Context: an optimization exercise on an open-source flow, tuned for small area and a short achievable clock period. The choices shown serve that exercise and are no tape-out recipe.
The RTL was checked by simulation tests, not by an equivalence proof against the original design.

==> inputs of exp/delta <==
## burin_drain_fp
module burin_drain_fp (
    input  wire        clk,
    input  wire        rst,
    input  wire        in_valid,
    input  wire        in_acc_fp,
    input  wire [31:0] in_acc,
    input  wire [31:0] in_scale,
    input  wire [2:0]  in_fmt,
    output reg         out_valid,
    output reg  [31:0] out_data,
    output reg         out_sat
);
    reg        r_valid;
    reg        r_fp;
    reg [31:0] r_acc;
    reg [31:0] r_scale;
    reg [2:0]  r_fmt;
    always @(posedge clk) begin
        r_valid <= in_valid & ~rst;
        r_fp    <= in_acc_fp;
        r_acc   <= in_acc;
        r_scale <= in_scale;
        r_fmt   <= in_fmt;
    end
    wire [7:0]  a_ef = r_acc[30:23];
    wire [22:0] a_mf = r_acc[22:0];
    wire [7:0]  s_ef = r_scale[30:23];
    wire [22:0] s_mf = r_scale[22:0];
    wire a_efz = (a_ef == 8'd0);
    wire s_efz = (s_ef == 8'd0);
    wire a_efm = (a_ef == 8'hFF);
    wire s_efm = (s_ef == 8'hFF);
    wire a_mfz = (a_mf == 23'd0);
    wire s_mfz = (s_mf == 23'd0);
    wire a_nan  = r_fp & a_efm & ~a_mfz;
    wire a_inf  = r_fp & a_efm & a_mfz;
    wire a_zero = a_efz & a_mfz & (r_fp | ~r_acc[31]);
    wire s_nan  = s_efm & ~s_mfz;
    wire s_inf  = s_efm & s_mfz;
    wire s_zero = s_efz & s_mfz;
    wire x_nan  = a_nan | s_nan | (a_inf & s_zero) | (a_zero & s_inf);
    wire x_inf  = a_inf | s_inf;
    wire x_sign = r_acc[31] ^ r_scale[31];
    wire [31:0] bop = r_fp ? {8'd0, ~a_efz, a_mf} : r_acc;
    wire        bflip = ~r_fp & r_acc[31];    
    wire [23:0] sm  = {~s_efz, s_mf};
    wire [32:0] bx  = {bop, 1'b0};
    wire [15:0] bone, btwo, bn;
    wire [24:0] pp [0:15];
    genvar gi;
    generate
        for (gi = 0; gi < 16; gi = gi + 1) begin : g_booth
            wire b2 = bx[2*gi+2];
  ...
Settings: LEC_CHECK=0, CAP_MARGIN=20, CORE_MARGIN=2, CORE_UTILIZATION=65, PLACE_DENSITY=0.8, SLEW_MARGIN=20; clock period 23.0 ns.
standard.sh (not shown) runs the stock make flow with config.mk's settings and CLKGATE_MAP_FILE= SYNTH_SCRIPT=/design/flow/synth_recipe.tcl, a recipe that flattens the netlist after the stock synthesis.
==> flow/flow/run.sh <==
#!/bin/bash
# Standard synthesis and layout. Timing repair (floorplan, post-place, CTS, global route)
# works on every path whose setup slack at the design's clock period is below the margin in
# flow/margin.txt, and may resize cells across footprints. The constraints are the design's.
set -euo pipefail
MARGIN=$(cat flow/margin.txt)
bash standard.sh synth > synth_make.log 2>&1
bash standard.sh SETUP_SLACK_MARGIN=$MARGIN MATCH_CELL_FOOTPRINT=0 SKIP_GATE_CLONING=1 finish > layout_make.log 2>&1
==> flow/flow/margin.txt <==
17.3
==> inputs of exp/garnet, as changes to exp/delta <==
- CORE_UTILIZATION: 65 -> 40
- PLACE_DENSITY: 0.8 -> 0.6
==> qor summary <==
| item | exp/delta | exp/garnet |
|---|---|---|
| Fraction of area in registers | 14.02% | 13.78% |
| End point of the critical path | p_win[13] | out_data[22] |
| Reg2reg path depth | 27 | 28 |
| Violation count after the first detailed-route iteration | 3762 | 2536 |
| Placed cell count | 4496 | 4900 |
| Vertical die dimension | 231.6 um | 294.1 um |
| Startpoint of the worst-slack reg-to-reg timing path | c_x[16] | c_x[21] |
| Utilization after layout | 75.68% | 47.25% |
| Buffering overhead | 6.900% | 6.853% |
| Transition time at the pin with the least slew margin | 1.088 ns | 1.041 ns |
| Worst setup EP type | flip-flop | output pin |
| DR WL met3 | 12.88 mm | 8.546 mm |
| Number of fill cells in the layout | 3543 | 8042 |
| Synthesis-to-layout area growth | 15.34% | 17.11% |
| Max Fanout on Critical Path | 18 | 1 |
| Critical path class | reg2reg | reg2out |
| Wire length of the first global-routing pass | 159.6 mm | 164.4 mm |
| Result of the run | finished clean | finished clean |
| Count of clock buffers in the final design | 43 | 45 |
| Wire length per cell | 22.70 um | 21.26 um |

==> re-timing with driven ports <==
Ports are ideal in the flow. The routed layouts listed here were re-timed in OpenROAD.
Step 1 (the two cells are an assumption about what drives the block):
set clk [get_ports {clk}]
set_driving_cell -lib_cell sky130_fd_sc_hd__clkbuf_16 $clk
set_driving_cell -lib_cell sky130_fd_sc_hd__buf_2 [delete_from_list [all_inputs] $clk]
Step 2 also shifts input and output timing later by t, the mid clock arrival at the registers, as if the neighbouring blocks saw the same clock.
Slacks: no drivers / after step 1 / after step 2; pairs: no drivers / after step 1.
run | t, ns | setup WS [ns] | worst setup path at the end | clock arrival spread, ns | cell pins on the clock port's net
exp/delta | 0.630 | 17.138 / 17.138 / 17.138 | register to register | 0.039 / 0.038 | 1
exp/garnet | 0.645 | 17.334 / 17.266 / 17.407 | register to register | 0.027 / 0.027 | 1
After both steps every run listed still meets setup and hold.
